This is an optimization exercise on Yosys and OpenROAD, whose aim is a short achievable clock period and few clock cycles, not a production implementation. Only simulation tests tie the RTL to the original design; equivalence was not proved. Power and IR drop assume default switching activity.

===== flow/design.v =====
module terrier (
    input  wire         clk,
    input  wire         rst,
    input  wire         start,
    output wire         ready,
    input  wire [13:0]  start_pc,
    input  wire [8:0]   head_len,
    input  wire         is_recirc,
    input  wire         is_inject,
    input  wire         is_tc7pre,
    input  wire [6:0]   budget,
    output wire [13:0]  uw_addr,
    input  wire [127:0] uw_rdata,
    output wire [7:0]   hd_addr,
    input  wire [127:0] hd_rdata,
    output wire [13:0]  dt_addr,
    input  wire [15:0]  dt_rdata,
    output reg          done,
    output wire [511:0] key,
    output wire [127:0] hdr_kind,
    output wire [127:0] hdr_off,
    output wire [4:0]   hdr_cnt,
    output wire [15:0]  flags,
    output wire [6:0]   cycles
);
    localparam NA_NEXT = 4'h0, NA_BR = 4'h1, NA_JUMP = 4'h2, NA_DISPATCH = 4'h3,
               NA_CALL = 4'h4, NA_RET = 4'h5, NA_HALT = 4'h6;
    localparam ALU_NONE = 3'd0, ALU_CMPF = 3'd1, ALU_LOAD = 3'd2, ALU_ADD = 3'd3,
               ALU_SUBI = 3'd4, ALU_ANDI = 3'd5, ALU_SETI = 3'd6, ALU_CMPS = 3'd7;
    localparam CMP_NONE = 2'd0, CMP_EQ = 2'd1, CMP_GT = 2'd2, CMP_LT = 2'd3;
    localparam S_IDLE = 3'd0, S_FETCH = 3'd1, S_DECODE = 3'd2, S_READ = 3'd3,
               S_EXEC = 3'd4, S_DISP = 3'd5;
    reg [127:0] ir;
    wire [3:0]  w_na        = ir[127:124];
    wire [13:0] w_target    = ir[123:110];
    wire [5:0]  w_dtab      = ir[109:104];
    wire [4:0]  w_cond      = ir[103:99];
    wire        w_cinv      = ir[98];
    wire [7:0]  w_ex_off    = ir[97:90];
    wire [1:0]  w_ex_bytes  = ir[89:88];
    wire [4:0]  w_ex_shift  = ir[87:83];
    wire [4:0]  w_ex_width  = ir[82:78];
    wire [2:0]  w_alu_op    = ir[77:75];
    wire [1:0]  w_alu_reg   = ir[74:73];
    wire [15:0] w_imm       = ir[72:57];
    wire        w_key_en    = ir[56];
    wire        w_key_src   = ir[55];
    wire [5:0]  w_key_off   = ir[54:49];
    wire [3:0]  w_key_len   = ir[48:45];
    wire        w_hdr_en    = ir[44];
    wire [7:0]  w_hdr_kind  = ir[43:36];
    wire [1:0]  w_adv_src   = ir[35:34];
    wire [1:0]  w_adv_scale = ir[33:32];
    wire [1:0]  w_adv_reg   = ir[31:30];
    wire [7:0]  w_adv_imm   = ir[29:22];
    wire        w_set_mal   = ir[21];
    wire [7:0]  w_set_user  = ir[20:13];
    wire        w_ex_en     = ir[12];
    reg [2:0]   state;
    reg [14:0]  pc;
    reg [8:0]   cursor;
    reg [15:0]  sreg [0:3];
    reg [1:0]   cmp;
    reg [14:0]  stack [0:3];
    reg [2:0]   sp;
    reg [6:0]   cyc;
    reg [4:0]   flg_dev;     
    reg [7:0]   flg_usr;     
    reg [7:0]   keyv [0:63];
    reg [7:0]   hkind [0:15];
    reg [7:0]   hoff [0:15];
    reg [4:0]   hcnt;
    reg [8:0]   p_len;
    reg         p_recirc, p_inject, p_tc7pre;
    reg [6:0]   p_budget;
    wire        p_short = (p_len < 9'd256);
    wire [9:0]  pos = {1'b0, cursor} + {2'b00, w_ex_off};    
    assign uw_addr = pc[13:0];
    assign hd_addr = pos[7:0];
    wire [31:0] raw4  = hd_rdata[127:96];
    wire [31:0] exval = raw4 >> (5'd8 * (5'd3 - {3'b000, w_ex_bytes}));
    wire [31:0] exshf = exval >> w_ex_shift;
    wire [31:0] exmsk = (w_ex_width == 5'd0) ? 32'hFFFF_FFFF
                                             : ((32'd1 << w_ex_width) - 32'd1);
    wire [31:0] f     = w_ex_en ? (exshf & exmsk) : 32'd0;
    reg  [15:0] s_new [0:3];
    reg  [1:0]  cmp_new;
    wire [15:0] s_cur = sreg[w_alu_reg];
    integer k;
    always @(*) begin
        for (k = 0; k < 4; k = k + 1)
            s_new[k] = sreg[k];
        cmp_new = cmp;
        case (w_alu_op)
            ALU_CMPF: cmp_new = (f == {16'd0, w_imm}) ? CMP_EQ :
                                (f >  {16'd0, w_imm}) ? CMP_GT : CMP_LT;
            ALU_LOAD: s_new[w_alu_reg] = f[15:0];
            ALU_ADD:  s_new[w_alu_reg] = s_cur + f[15:0];
            ALU_SUBI: s_new[w_alu_reg] = s_cur - w_imm;
            ALU_ANDI: s_new[w_alu_reg] = f[15:0] & w_imm;
            ALU_SETI: s_new[w_alu_reg] = w_imm;
            ALU_CMPS: cmp_new = (s_cur == w_imm) ? CMP_EQ :
                                (s_cur >  w_imm) ? CMP_GT : CMP_LT;
            default: ;
        endcase
    end
    wire [4:0]  dev_new  = flg_dev | {3'b000, w_set_mal, 1'b0};
    wire [7:0]  usr_new  = flg_usr | w_set_user;
    wire [4:0]  hcnt_new = hcnt + {4'd0, w_hdr_en};
    reg cond_raw;
    always @(*) begin
        case (w_cond)
            5'h00: cond_raw = 1'b1;
            5'h01: cond_raw = (cmp_new == CMP_EQ);
            5'h02: cond_raw = (cmp_new == CMP_GT);
            5'h03: cond_raw = (cmp_new == CMP_LT);
            5'h04: cond_raw = (s_new[0] == 16'd0);
            5'h05: cond_raw = (s_new[1] == 16'd0);
            5'h06: cond_raw = (s_new[2] == 16'd0);
            5'h07: cond_raw = (s_new[3] == 16'd0);
            5'h08: cond_raw = (f == 32'd0);
            5'h09: cond_raw = p_short;
            5'h0A: cond_raw = p_short && (cursor >= p_len);
            5'h0B: cond_raw = (hcnt_new == 5'd16);
            5'h0C: cond_raw = p_recirc;
            5'h0D: cond_raw = p_inject;
            5'h0E: cond_raw = p_tc7pre;
            5'h10, 5'h11, 5'h12, 5'h13, 5'h14, 5'h15, 5'h16, 5'h17:
                   cond_raw = usr_new[w_cond[2:0]];
            default: cond_raw = 1'b0;
        endcase
    end
    wire cond = cond_raw ^ w_cinv;
    wire [14:0] pc_inc  = pc + 15'd1;
    wire [14:0] ret_adr = stack[sp[1:0] - 2'd1];
    reg  [14:0] nxt;
    reg         halt;
    always @(*) begin
        nxt  = pc_inc;
        halt = 1'b0;
        case (w_na)
            NA_BR:       if (cond) nxt = {1'b0, w_target};
            NA_JUMP:     nxt = {1'b0, w_target};
            NA_DISPATCH: nxt = {1'b0, w_target};
            NA_CALL:     nxt = {1'b0, w_target};
            NA_RET:      nxt = ret_adr;
            NA_HALT:     halt = cond;
            default: ;
        endcase
    end
    wire [4:0]  klen     = (w_key_len == 4'd0) ? 5'd16 : {1'b0, w_key_len};
    wire        key_copy = w_key_en && w_key_src;
    wire [10:0] ex_last  = {1'b0, pos} + {9'd0, w_ex_bytes};
    wire [10:0] key_last = {1'b0, pos} + {6'd0, klen} - 11'd1;
    wire win_fail = !p_short &&
                    ((w_ex_en  && ex_last  >= 11'd256) ||
                     (key_copy && key_last >= 11'd256) ||
                     (w_hdr_en && cursor   >= 9'd256));
    wire end_fail =  p_short &&
                    ((w_ex_en  && ex_last  >= {2'b00, p_len}) ||
                     (key_copy && key_last >= {2'b00, p_len}) ||
                     (w_hdr_en && cursor   >= p_len));
    wire dep_fail = w_hdr_en && (hcnt == 5'd16);
    wire stk_fail = ((w_na == NA_CALL) && (sp == 3'd4)) ||
                    ((w_na == NA_RET)  && (sp == 3'd0)) ||
                    (!halt && nxt[14]);
    wire [127:0] f_src   = {96'd0, f} << ({3'b000, 5'd16 - klen} * 8'd8);
    wire [127:0] key_src = w_key_src ? hd_rdata : f_src;
    reg  [63:0]  key_we;
    reg  [7:0]   key_byte [0:63];
    reg  [5:0]   kd;
    integer kb;
    always @(*) begin
        for (kb = 0; kb < 64; kb = kb + 1) begin
            kd = kb[5:0] - w_key_off;
            key_we[kb]   = w_key_en && (kb[5:0] >= w_key_off) && ({1'b0, kd} < {2'b00, klen});
            key_byte[kb] = key_src[{~kd[3:0], 3'b000} +: 8];    
        end
    end
    reg [35:0] adv;
    always @(*) begin
        case (w_adv_src)
            2'b01:   adv = {28'd0, w_adv_imm};
            2'b10:   adv = {4'd0, f} << w_adv_scale;
            2'b11:   adv = {20'd0, s_new[w_adv_reg]} << w_adv_scale;
            default: adv = 36'd0;
        endcase
    end
    wire [36:0] cur_sum = {28'd0, cursor} + {1'b0, adv};
    wire [8:0]  cur_new = (cur_sum > 37'd511) ? 9'd511 : cur_sum[8:0];
    assign ready   = (state == S_IDLE);
    assign dt_addr = {w_dtab, f[7:0]};
    integer i;
    always @(posedge clk) begin
        if (rst) begin
            state  <= S_IDLE;
            done   <= 1'b0;
            pc     <= 15'd0;
            cursor <= 9'd0;
            ir     <= 128'd0;
        end else begin
            done <= 1'b0;
            case (state)
                S_IDLE: begin
                    if (start) begin
                        pc       <= {1'b0, start_pc};
                        p_len    <= head_len;
                        p_recirc <= is_recirc;
                        p_inject <= is_inject;
                        p_tc7pre <= is_tc7pre;
                        p_budget <= budget;
                        cursor   <= 9'd0;
                        cmp      <= CMP_NONE;
                        sp       <= 3'd0;
                        cyc      <= 7'd0;
                        flg_dev  <= 5'd0;
                        flg_usr  <= 8'd0;
                        hcnt     <= 5'd0;
                        for (i = 0; i < 4; i = i + 1)
                            sreg[i] <= 16'd0;
                        for (i = 0; i < 64; i = i + 1)
                            keyv[i] <= 8'd0;
                        for (i = 0; i < 16; i = i + 1) begin
                            hkind[i] <= 8'd0;
                            hoff[i]  <= 8'd0;
                        end
                        state <= S_FETCH;
                    end
                end
                S_FETCH: begin
                    if (cyc == p_budget) begin
                        flg_dev <= flg_dev | 5'h04;
                        done  <= 1'b1;
                        state <= S_IDLE;
                    end else begin
                        state <= S_DECODE;
                    end
                end
                S_DECODE: begin
                    ir    <= uw_rdata;
                    state <= S_READ;
                end
                S_READ: begin
                    state <= S_EXEC;
                end
                S_EXEC: begin
                    cyc <= cyc + 7'd1;
                    if (win_fail) begin
                        flg_dev <= flg_dev | 5'h11;
                        done  <= 1'b1;
                        state <= S_IDLE;
                    end else if (end_fail) begin
                        flg_dev <= flg_dev | 5'h02;
                        done  <= 1'b1;
                        state <= S_IDLE;
                    end else if (dep_fail) begin
                        flg_dev <= flg_dev | 5'h01;
                        done  <= 1'b1;
                        state <= S_IDLE;
                    end else if (stk_fail) begin
                        flg_dev <= flg_dev | 5'h08;
                        done  <= 1'b1;
                        state <= S_IDLE;
                    end else begin
                        for (i = 0; i < 4; i = i + 1)
                            sreg[i] <= s_new[i];
                        cmp <= cmp_new;
                        for (i = 0; i < 64; i = i + 1)
                            if (key_we[i])
                                keyv[i] <= key_byte[i];
                        if (w_hdr_en) begin
                            hkind[hcnt[3:0]] <= w_hdr_kind;
                            hoff[hcnt[3:0]]  <= cursor[7:0];
                        end
                        hcnt   <= hcnt_new;
                        flg_dev <= dev_new;
                        flg_usr <= usr_new;
                        cursor <= cur_new;
                        if (w_na == NA_CALL) begin
                            stack[sp[1:0]] <= pc_inc;
                            sp <= sp + 3'd1;
                        end else if (w_na == NA_RET) begin
                            sp <= sp - 3'd1;
                        end
                        pc <= nxt;
                        if (halt) begin
                            done  <= 1'b1;
                            state <= S_IDLE;
                        end else if (w_na == NA_DISPATCH) begin
                            state <= S_DISP;
                        end else begin
                            state <= S_FETCH;
                        end
                    end
                end
                S_DISP: begin
                    if (dt_rdata[15])
                        pc <= {1'b0, dt_rdata[13:0]};
                    else
                        pc <= {1'b0, w_target};
                    state <= S_FETCH;
                end
                default: state <= S_IDLE;
            endcase
        end
    end
    genvar g;
    generate
        for (g = 0; g < 64; g = g + 1) begin : g_key
            assign key[511 - 8*g -: 8] = keyv[g];
        end
        for (g = 0; g < 16; g = g + 1) begin : g_hdr
            assign hdr_kind[8*g +: 8] = hkind[g];
            assign hdr_off[8*g +: 8]  = hoff[g];
        end
    endgenerate
    assign hdr_cnt = hcnt;
    assign flags   = {flg_usr, 3'b000, flg_dev};
    assign cycles  = cyc;
endmodule

===== flow/run.sh =====
#!/bin/bash
# synth_recipe.tcl (not shown) runs the flow's synth.tcl, then flattens the netlist and writes it again
# the make line also repeats each setting of config.mk as NAME=value (left out here)
make -C /OpenROAD-flow-scripts/flow DESIGN_CONFIG=/design/flow/config.mk WORK_HOME=/design/flow/orfs CLKGATE_MAP_FILE= SYNTH_SCRIPT=/design/flow/synth_recipe.tcl finish

===== flow/config.mk =====
export PLATFORM = sky130hd
export DESIGN_NAME = terrier
export DESIGN_NICKNAME = terrier
export VERILOG_FILES = /design/flow/design.v
export SDC_FILE = /design/flow/constraint.sdc
export NUM_CORES = 4
export LEC_CHECK = 0
export CAP_MARGIN = 20
export CORE_MARGIN = 2
export CORE_UTILIZATION = 40
export PLACE_DENSITY = 0.6
export SLEW_MARGIN = 20

===== flow/constraint.sdc =====
create_clock -name core_clock -period 11.0 [get_ports {clk}]
set_input_delay 2.2000 -clock core_clock [delete_from_list [all_inputs] [get_ports {clk}]]
set_output_delay 2.2000 -clock core_clock [all_outputs]
set_load 0.01 [all_outputs]

==> metrics.md <==
| Metric | Value |
|---|---|
| Number of vias in the routed layout | `roughly 66000` |
| Hold buffers post-CTS | `0` |
| I/O pin count | `1142` |
| Port bufs | `around 1100` |
| Number of global-route vias before repair | `approximately 60000` |
| Worst hold path class | `flip-flop to flip-flop` |
| Dominant synthesized flop cell | `edfxtp_1` |
| Detail-routed via count per cell | `about 6.3` |
| Overall global routing resource usage | `0.411` |
| Post-DP HPWL | `roughly 290 mm` |
| Initial Utilization | `0.403` |
| Cells after Synth | `between 6000 and 7000` |
| Power density of the placed cells | `about 130 mW/mm2` |
| Number of flops mapped to enable cells by yosys | `roughly 940` |
| First-pass DRT Iterations | `7` |
| Period utilization | `0.975` |
| Final hold viol count | `0` |
| Clock Path Buffers | `3` |
| Mapped cell area | `approximately 0.067 mm2` |
| Async S/R FF share, synth | `0` |
| Post-route DRC | `0` |
| Final worst setup slack | `277 ps` |
| Starting DRT DRC Count | `between 9000 and 10000` |
| Number of cells on the critical path | `between 40 and 50` |
| Worst IR drop on VDD | `about 0.14 mV` |
| Highest clock frequency the design can meet | `about 0.093 GHz` |
| Largest net degree at the start of global routing | `about 150` |
| #FFs+latches synth | `approximately 1100` |
| Routability congestion estimate | `~1.0` |
| Relative max-transition margin | `0.103` |
| Cell repeated most along the worst path | `buf_4` |
| Total design power | `about 0.011 W` |
| Leakage power total | `between 30 and 40 nW` |
| Post-route minimum period | `between 10000 and 15000 ps` |
| Count of cell types in the netlist | `120` |
| Setup_tns | `0 ps` |
| TritonCTS clock tree | `built` |
| Critical path's top delay family | `compound AO/OA/AOI/OAI gates` |
| Fraction of final layout cells with drive strength greater than 1 | `0.139` |
| Number of failing setup endpoints in the final timing report | `0` |
| Max Cap Violations | `0` |
| Hold wc startpoint | `ir[106]$_SDFFE_PP0P_` |
| Sinks on the clock net | `roughly 1100` |
| Element type at the critical path end | `flip-flop` |
| Wirelength, routed | `~360 mm` |
| Total of fill cells in the finished design | `approximately 15000` |
| Clk root buf | `clkbuf_16` |
| Crit Path Category | `input port to flip-flop` |
| Crit path buf inv count | `11` |
| CP max stage cell | `mux4_2` |
| Non-filler instance count after layout | `around 10000` |
| Die span in x | `412 um` |
| Result of the run | `finished clean` |
| Crit-path max cell delay | `roughly 530 ps` |
| Routed wire per std cell | `about 35 um` |
| Pre-CTS setup slack | `-581 ps` |
| Critical Path AT | `11330 ps` |
| Final clock skew | `around 66 ps` |
| Die area | `~0.17 mm2` |
| Mean instance size in the synthesized netlist | `approximately 9.9 um2` |
| Post-Route Utilization | `0.531` |
| Synthesis Warnings | `5` |
| Worst Hold Path EP | `ir[106]$_SDFFE_PP0P_` |
| Worst Tran Pin Value | `around 1300 ps` |
| Placed cell count | `slightly above 10000` |
| Number of buffers inserted during clock tree synthesis | `between 100 and 150` |
| Total count of max-transition violations in the final report | `0` |
| Clock latency on the worst-skew pair | `approximately 830 ps` |
| Seq/Total Area, Yosys | `0.468` |
| Critical Path Source Type | `input port` |
| Launch instance of the worst register-to-register path | `ir[89]$_SDFFE_PP0P_` |
| Critical register-to-register path endpoint | `cursor[4]$_SDFFE_PP0P_` |
| Cell depth of the worst hold path | `2` |
| Worst-path clk slew | `about 60 ps` |
| Number of nets in the final layout | `between 8000 and 9000` |
| Number of levels in the clock H-tree | `3` |
| Remaining global-route overflow | `0` |
| Layout-stage area growth over the synthesis result | `31.7%` |
| Count of nets left with antenna violations after detail routing | `0` |
| Wire length of the first global-routing pass | `491 mm` |
| Total number of placement rows | `roughly 150` |
| Height of the die | `between 400 and 500 um` |
| Area inside the core boundary | `between 0.15 and 0.2 mm2` |
| Initial antenna violation count | `54` |
| Maximum fanout count along the critical path | `9` |
| Worst EP required | `about 12000 ps` |
| Register-to-register path setup slack | `approximately 1100 ps` |
| Worst Reg2Reg Path Length in Cells | `44` |
power by group:
group          switching (W)  internal (W)  leakage, nW  total (W)
sequential          0.000122       0.00465         10.3    0.00477
clock                0.00176       0.00212         1.82    0.00388
combinational        0.00160      0.000961         19.4    0.00256
final cells by class:
class / count / area (um2) / area share
flip-flops and latches: 1085 / 31200 / 0.356
diodes: 26 / 65.1 / 0.000742
inverters: 181 / 684 / 0.00781
well taps: 2189 / 2740 / 0.0313
clock buffers: 154 / 3210 / 0.0366
repair buffers: 1754 / 16400 / 0.187
multi-input cells: 4954 / 32900 / 0.375
clock inverters: 57 / 478 / 0.00545
cell usage in the layout (no fill, tap or decap), drive strengths merged, types with 55 or more instances in the layout:
cell type / synthesis / routed
dfxtp: 144 / 144
inv: 173 / 185
a22oi: 94 / 94
edfxtp: 941 / 941
nor2: 676 / 676
and2: 61 / 61
clkdlybuf4s50: 0 / 1122
clkbuf: 402 / 154
o22ai: 61 / 61
nand2: 726 / 726
mux2: 82 / 82
mux2i: 331 / 331
mux4: 84 / 84
a31oi: 81 / 81
nand2b: 57 / 57
nand3: 141 / 141
xnor2: 88 / 88
ha: 221 / 221
nor3: 358 / 358
a21oi: 608 / 608
o21ai: 267 / 267
buf: 136 / 630
nor2b: 55 / 55
a21o: 77 / 77
per-layer routing:
metal,global-route usage,up-vias,routed length [um]
met5,0,-,127
met3,0.127,612,43200
met1,0.542,32700,143000
li1,-,28000,-
met2,0.623,4237,159000
met4,0.175,20,16300
cells in the mapped netlist, types with 41 or more instances:
| cell | number | area, um2 |
|---|---|---|
| nor2_1 | 675 | 2530 |
| a21o_1 | 77 | 578 |
| o31ai_1 | 51 | 383 |
| ha_1 | 221 | 2770 |
| or3_1 | 42 | 263 |
| mux4_2 | 82 | 1850 |
| a31oi_1 | 80 | 500 |
| mux2_2 | 82 | 923 |
| a22oi_1 | 94 | 706 |
| nand3_1 | 140 | 701 |
| nor3_1 | 356 | 1780 |
| xnor2_1 | 88 | 771 |
| dfxtp_1 | 144 | 2880 |
| o21ai_0 | 255 | 1280 |
| nand2b_1 | 56 | 350 |
| inv_1 | 162 | 608 |
| a21oi_1 | 606 | 3030 |
| o22ai_1 | 61 | 382 |
| nor2b_1 | 55 | 344 |
| buf_1 | 57 | 214 |
| mux2i_1 | 331 | 3310 |
| clkbuf_1 | 401 | 1510 |
| nand2_1 | 724 | 2720 |
| and3_1 | 41 | 257 |
| and2_1 | 60 | 375 |
| edfxtp_1 | 941 | 28300 |
| a211oi_1 | 45 | 338 |
per-stage QoR:
stage | cell area, um2 | hold slack [ps]
floorplan | 66600 | 436
global placement | 83800 | 443
detailed placement | 83800 | 448
CTS | 87500 | 456
global route | 87600 | 474
finish | 87600 | 456
state kept, by name (all words and copies together) (netlist names):
register	flops
cursor	9
p_len	9
hoff	128
ir	116
cmp	2
cyc	7
done	1
sp	3
p_recirc	1
hkind	128
p_inject	1
stack	60
keyv	512
p_tc7pre	1
p_budget	7
state	3
hcnt	5
flg_usr	8
flg_dev	5
sreg	64
pc	15
how the worst max path moves through the flow:
stage	start	slack (ps)	end
after floorplan	hd_rdata[125]	1220	cmp[0]$_SDFFCE_PN0P_
after global placement	hd_rdata[98]	-570	cursor[2]$_SDFFE_PP0P_
after detailed placement	hd_rdata[106]	-580	cursor[4]$_SDFFE_PP0P_
after CTS	hd_rdata[106]	200	cursor[4]$_SDFFE_PP0P_
after global routing	hd_rdata[112]	-20	cursor[4]$_SDFFE_PP0P_
final	hd_rdata[98]	280	cursor[4]$_SDFFE_PP0P_
what timing repair did:
item                                    in CTS  in global routing
endpoints found under the setup margin       0                  9
resized for setup                            0                 17
buffers inserted                             0                  4
hold endpoints to repair                     0                  0
worst register-to-register path: cells and delay by family (launching register included):
family                   cells  cell delay (ps)
adder cells (fa/ha/maj)      3              930
AO/OA/AOI/OAI               21             3320
XOR/XNOR                     1              210
multiplexers                 2              690
AND/OR/NAND/NOR             10             2420
buffers and inverters        7             1120
flip-flops                   1             1040
logic make-up after synthesis:
group,count (synthesis),synth area share
buffers and inverters,719,0.0444
AO/OA/AOI/OAI,1758,0.173
AND/OR/NAND/NOR,2346,0.163
XOR/XNOR,122,0.0161
other,1,0.0000563
flip-flops,1085,0.468
multiplexers,497,0.0922
adder cells (fa/ha/maj),228,0.0436
Testbench counts, summed over its fixed seeds: cycles 327,793.

[re-timing with driven ports]
The flow's constraints put no driver on any port. The routed layout listed below was extracted and timed again, unchanged, in two steps.
Step 1, drivers: a clkbuf_16 drives clk and a buf_2 each remaining input, both assumed.
Step 2 times the ports against the registers' clock, not the clock port: input delays grow and output delays shrink by t, the midpoint of the rising clock arrivals with the driver on.
a / b / c = ideal / step 1 / step 2; a / b = the first two.
t, ns: 0.884
setup WS [ns]: 0.277 / 0.219 / -0.665
hold slack, ns: 0.456 / 0.456 / 0.456
worst setup path after step 2: input to register
worst slew at a driven data input, ns: 0.34
Met with ideal ports but missed after step 2: setup timing in this run. The setup slack of this run moves by -0.058 ns with the drivers and by -0.942 ns with both steps.
